What follows belongs to an exercise in optimizing a design on an open flow for small area, a short achievable clock period and few clock cycles; a production flow would make more cautious choices. Function was checked by simulation only, so behaviour that the tests miss may differ from the original.

==> flow/design.v, too long to show whole: its modules and the start of the top module <==
// module d8_mul12: 218 lines
// module d8_mul12h: 218 lines
// module d8_keep: 222 lines
// module d8_expand: 55 lines
// module d8_blend: 162 lines
module d8_blend (
    input  wire        clk,
    input  wire        rst,         
    input  wire        in_valid,
    output wire        in_ready,
    input  wire        in_first,    
    input  wire        in_last,     
    input  wire [29:0] in_bg,       
    input  wire        in_lay,      
    input  wire        in_solid,    
    input  wire [2:0]  in_fmt,      
    input  wire [1:0]  in_mode,     
    input  wire [11:0] in_pa,       
    input  wire [31:0] in_pix,      
    output reg         out_valid,
    input  wire        out_ready,
    output reg  [29:0] out_pix      
);
  // ...
==> flow/run.sh <==
#!/bin/bash
# synth_recipe.tcl (not shown) runs the flow's synth.tcl, then flattens the netlist and writes it again
# the make line also repeats each setting of config.mk as NAME=value (left out here)
make -C /OpenROAD-flow-scripts/flow DESIGN_CONFIG=/design/flow/config.mk WORK_HOME=/design/flow/orfs CLKGATE_MAP_FILE= SYNTH_SCRIPT=/design/flow/synth_recipe.tcl finish
==> flow/config.mk <==
export PLATFORM = sky130hd
export DESIGN_NAME = d8_blend
export DESIGN_NICKNAME = d8_blend
export VERILOG_FILES = /design/flow/design.v
export SDC_FILE = /design/flow/constraint.sdc
export NUM_CORES = 4
export LEC_CHECK = 0
export ABC_AREA = 1
export CAP_MARGIN = 20
export CORE_MARGIN = 2
export CORE_UTILIZATION = 55
export SLEW_MARGIN = 20
==> flow/constraint.sdc <==
create_clock -name core_clock -period 25.0 [get_ports {clk}]
set_input_delay 5.0000 -clock core_clock [delete_from_list [all_inputs] [get_ports {clk}]]
set_output_delay 5.0000 -clock core_clock [all_outputs]
set_load 0.01 [all_outputs]
==> qor.csv, run 1 <==
stage,metric,value,unit
clock_tree,cts_post_setup_buffers_inserted,0,
detailed_routing,detail_route.wirelength.met1,56100,um
sta,time_the_worst_path_needs_with_i_o_delays_and_setup,8750,ps
final_layout,mostFrequentLayoutCells,"1238 x nand2_1, 1046 x inv_1, 405 x ha_1, 391 x a21oi_1, 375 x edfxtp_1",
detailed_routing,firstDrtPassIters,7,
setup_path,worst_setup_path_endpoint,out_pix[0],
setup_path,cp_max_fo,23,
worst_hold_path,min-delay-start,s0_bg[12],
detailed_routing,vias_per_cell,5.94,
synthesis,syn_area_per_cell,7.88,um^2
setup_path,worst_r2r_endpoint,out_pix[0],
detailed_routing,routedWlPerCell,20.7,um
global_route,grt_pass1_wl,218000,um
synthesis,postSynth.asyncResetShare,0,%
synthesis,postSynthNetCount,6417,
clock_tree,cts_tree,yes,
final_layout,final_common_cell,nand2_1,
final_layout,area.share.sequential,23.8,%
global_route,grtUsageMet2,55.5,%
sta,timing.clock.skew,36.5,ps
detailed_routing,detail_route.iter0.violations,4296,
placement,place.gp.congestion,0.962,
detailed_routing,top_signal_layer_used,met4,
final_layout,fill_cells,7434,
final_layout,flip_flop_count_of_the_largest_register_all_copies_and_words_added,32,
setup_path,crit_path_frequent_cell,nand2_1,
sta,final_critical_path_setup_slack,16250,ps
final_layout,final_core_utilization,59.7,%
final_layout,layout.clock.cell_area_share,2.96,%
final_layout,insertedDiodeCount,0,
setup_path,max_stage_delay,940,ps
run_status,status,"complete, no violations",
floorplan,io-pin-count,119,
setup_path,timing.rr.start,s2_inv[10],
sta,finalSetupTns,0,ps
floorplan,fp.dieH,288,um
detailed_routing,dr_wl_met2,64600,um
detailed_routing,route.vias.total,40005,
clock_tree,clockRootBuffer,clkbuf_16,
Testbench counts, summed over its fixed seeds: cycles 74,862.
==> inputs of run 2 (changes only) <==
==> flow/flow/run.sh (new file) <==
#!/bin/bash
# Own layout flow: the standard flow, with the timing repair aiming for a
# tighter setup margin than the design's 25 ns clock asks for, so that the
# achieved period shrinks. Constraints (clock period, I/O delays) unchanged.
export SETUP_SLACK_MARGIN=18.3
bash standard.sh > standard.log 2>&1
==> flow/standard.sh (new file) <==
#!/bin/bash
# synth_recipe.tcl (not shown) runs the flow's synth.tcl, then flattens the netlist and writes it again
# the make line also repeats each setting of config.mk as NAME=value (left out here)
make -C /OpenROAD-flow-scripts/flow DESIGN_CONFIG=/design/flow/config.mk WORK_HOME=/design/flow/orfs CLKGATE_MAP_FILE= SYNTH_SCRIPT=/design/flow/synth_recipe.tcl "${@:-finish}"
removed: flow/run.sh
==> qor.csv, run 2 <==
stage,metric,value,unit,change
global_route,grt_pass1_wl,224000,um,+3.2%
detailed_routing,route.vias.total,41810,,+4.5%
synthesis,synth_flop_cell,edfxtp_1,,
synthesis,synth-seq-area-share,25.6,%,
setup_path,critical_path_required,25340,ps,
floorplan,fp.dieH,288,um,unchanged
final_layout,multi_input_area,30700,um^2,
synthesis,synth-compound-area-share,16.6,%,
synthesis,synthDominantAreaCellType,edfxtp_1,,
floorplan,core-area,80200,um^2,
final_layout,design.final.nets,6643,,
setup_path,critical_path.endpoint_type,register,,
floorplan,die-area,83000,um^2,
sta,post-route-period-util,27.3,%,
global_route,via_count_of_the_first_global_routing_pass,39421,,
run_status,status,"complete, no violations",,
detailed_routing,final_antenna_net_count,0,,
clock_tree,postCtsHoldBufs,0,,
synthesis,synth_warnings,2,,
clock_tree,cts_tree,yes,,
synthesis,synthesized_area_fraction_occupied_by_xor_and_xnor_cells,4.30,%,
clock_tree,clockRootBuffer,clkbuf_16,,
job,max_cap_violations,0,,
clock_tree,worst_skew_pair.late_latency,630,ps,
global_route,grt_antenna_before_repair,2,,
final_layout,final-seq-area,11400,um^2,
clock_tree,cts_made_buffers,45,,
final_layout,mostFrequentLayoutCells,"1103 x nand2_1, 1002 x inv_1, 375 x edfxtp_1, 357 x ha_1, 350 x a21oi_1",,
floorplan,io-pin-count,119,,unchanged
placement,place.port_buffers,118,,
sta,rsz0062_at_grt,yes,,
clock_tree,path_clk_slew,60,ps,
sta,hold_violations,0,,
final_layout,flip_flop_count_of_the_largest_register_all_copies_and_words_added,32,,unchanged
global_route,globalRoute.totalOverflow,0,,
synthesis,post_synth_main_area_contributors,"edfxtp_1 25%, fa_1 13%, ha_1 11%",,
synthesis,postSynth.asyncResetShare,0,%,unchanged
clock_tree,htreeDepth,2,,
floorplan,row_count,104,,
placement,hpwlAfterDp,110000,um,
setup_path,slowest_cell_on_crit_path,edfxtp_1,,
sta,finalSetupTns,0,ps,unchanged
sta,time_the_worst_path_needs_with_i_o_delays_and_setup,6830,ps,-1920 ps
final_layout,syn_to_final_growth,18.0,%,
setup_path,max_stage_delay,560,ps,-380 ps
setup_path,cp-start-kind,register,,
setup_path,worst-endpoint-arrival,7170,ps,
detailed_routing,vias_per_cell,6.01,,+1.2%
synthesis,post_synth_edffs,375,,
global_route,grt_max_degree,80,,
sta,maxClockFrequency,146,MHz,
placement,numPlacedInstances,6658,,
detailed_routing,firstDrtPassIters,9,,+2
synthesis,main_combinational_cell_family_by_area_after_synthesis,adder cells,,
sta,worst_slew_pin_slew,1020,ps,
synthesis,yosysMostFrequentCell,nand2_1,,
synthesis,syn_inst,5634,,
synthesis,netlist_area,44400,um^2,
synthesis,yosys_register_bits,381,,
global_route,groute.usage.overall,34.7,%,
final_layout,fill_cells,6967,,-6.3%
floorplan,initial_core_util,55.4,%,
synthesis,syn_area_per_cell,7.88,um^2,unchanged
synthesis,yosys-top-cells-count,"1239 x nand2_1, 1046 x inv_1, 405 x ha_1",,
detailed_routing,wl,149000,um,
worst_hold_path,timing.hold.worst.class,register to register,,
synthesis,muxShareOfSynthArea,0,%,
clock_tree,maximum_clock_insertion_buffer_count,3,,
final_layout,proportion_of_layout_cells_with_a_drive_suffix_above_1,14.7,%,
synthesis,synthesized_area_fraction_occupied_by_and_or_nand_nor_cells,17.9,%,
final_layout,max_flop_register,s0_pix,,
clock_tree,cts.sinks,381,,
synthesis,synth.top_cell.area_share,25.4,%,
synthesis,synth_adder_area_share,24.5,%,
setup_path,timing_worst_setup_path_type,register to register,,
final_layout,final_cell_count_no_fill,6958,,
sta,report.final.slew_viol_count,0,,
detailed_routing,detail_route.iter0.violations,4321,,+0.58%
sta,relSlewSlack,31.7,%,
sta,report.final.setup_viol,0,,
synthesis,synthDistinctLibCells,60,,
sta,timing.clock.skew,56.8,ps,+20.3 ps
detailed_routing,routedWlPerCell,21.4,um,+3.5%
setup_path,cp_max_fo,7,,-70%
detailed_routing,post-route-drc-count,0,,
floorplan,fp.dieW,288,um,
placement,place.gp.congestion,0.973,,+1.1%
synthesis,postSynthNetCount,6417,,unchanged
final_layout,final_common_cell,nand2_1,,
## run 2: cell types whose count changed in the layout (fill, tap and decap cells not counted), moves of 41 or more
cell     change
buf_4      +189
nand2_1    -135
nand2_2     +97
ha_1        -48
nor2_1      -45
inv_1       -44
a21oi_1     -41
## run 2: through the flow
stage	cell area (um^2)	worst slack, ps	util, %	hold slack, ps
final	52300	18170	65.3	418
after global routing	52300	17910	65.3	424
after CTS	49500	18270	61.8	418
after detailed placement	46400	16670	57.9	405
after global placement	46400	16800	57.9	402
after floorplan	44400	17820	-	400
## run 2: kinds of logic after synthesis
group,Yosys count
DFF,381
buffers and inverters,1281
xor gates and xnor gates,217
and+or+nand+nor,1926
adders and majority gates,696
AOI/OAI and AO/OA,1133
## run 2: final cells by class
| class | instances | area share [%] |
|---|---|---|
| antenna | 2 | 0.00956 |
| clock buffer | 55 | 2.24 |
| clock inverter | 28 | 0.760 |
| inverter | 1083 | 7.92 |
| multi-input combinational | 3979 | 58.7 |
| sequential | 381 | 21.8 |
| tap | 1060 | 2.53 |
| timing repair buffer | 364 | 6.03 |
| timing repair inverter | 6 | 0.0837 |
## run 2: timing repair
action | 4_1_cts | 5_1_grt
gates resized for setup | 216 | 428
setup buffers | 80 | 121
setup endpoints to repair | 124 | 123
gates cloned | 8 | 6
pin swaps | 53 | 181
## run 2: worst max-delay path: cells and delay by family (launching register included)
kind | cells | cell delay [ps]
adder cells (fa/ha/maj) | 7 | 2810
buffers and inverters | 5 | 300
AND/OR/NAND/NOR | 18 | 2190
XOR/XNOR | 1 | 130
AO/OA/AOI/OAI | 4 | 530
flip-flops | 1 | 560
## run 2: final timing paths
path / startpoint / endpoint / cells past startpoint / slack (ps)
worst min-delay path: s0_bg[11] / s1_bg[11] / 0 / 420
worst max-delay path: s0_pa[1] / s1_f[3] / 35 / 18170
worst max register to register: s0_pa[1] / s1_f[3] / 35 / 18170
worst min register to register: s0_bg[11] / s1_bg[11] / 0 / 420
## run 2: per-layer routing
layer	up-vias	track usage [%]	wire [um]
met1	19518	44.3	57500
li1	19375	-	-
met2	2334	56.2	67900
met3	583	6.90	14200
met5	-	0	0
met4	0	17.4	9260

-- static timing again, ports no longer ideal --
In the flow no input, the clock included, has a driving cell. The finished layouts below were timed again as built, in two steps. Step 1 (the two cells are an assumption about what drives the block):
set clk [get_ports {clk}]
set_driving_cell -lib_cell sky130_fd_sc_hd__clkbuf_16 $clk
set_driving_cell -lib_cell sky130_fd_sc_hd__buf_2 [delete_from_list [all_inputs] $clk]
Step 2 also shifts input and output timing later by t, the mid clock arrival at the registers, as if the neighbouring blocks saw the same clock. Three values: no drivers, after step 1, after step 2; two values: the first two.
| run | t (ns) | slack for setup (ns) | cell pins on the clock port's net |
|---|---|---|---|
| run 1 | 0.666 | 16.249 / 16.249 / 16.249 | 1 |
| run 2 | 0.671 | 18.169 / 18.169 / 18.169 | 1 |
After both steps every run listed still meets setup and hold.
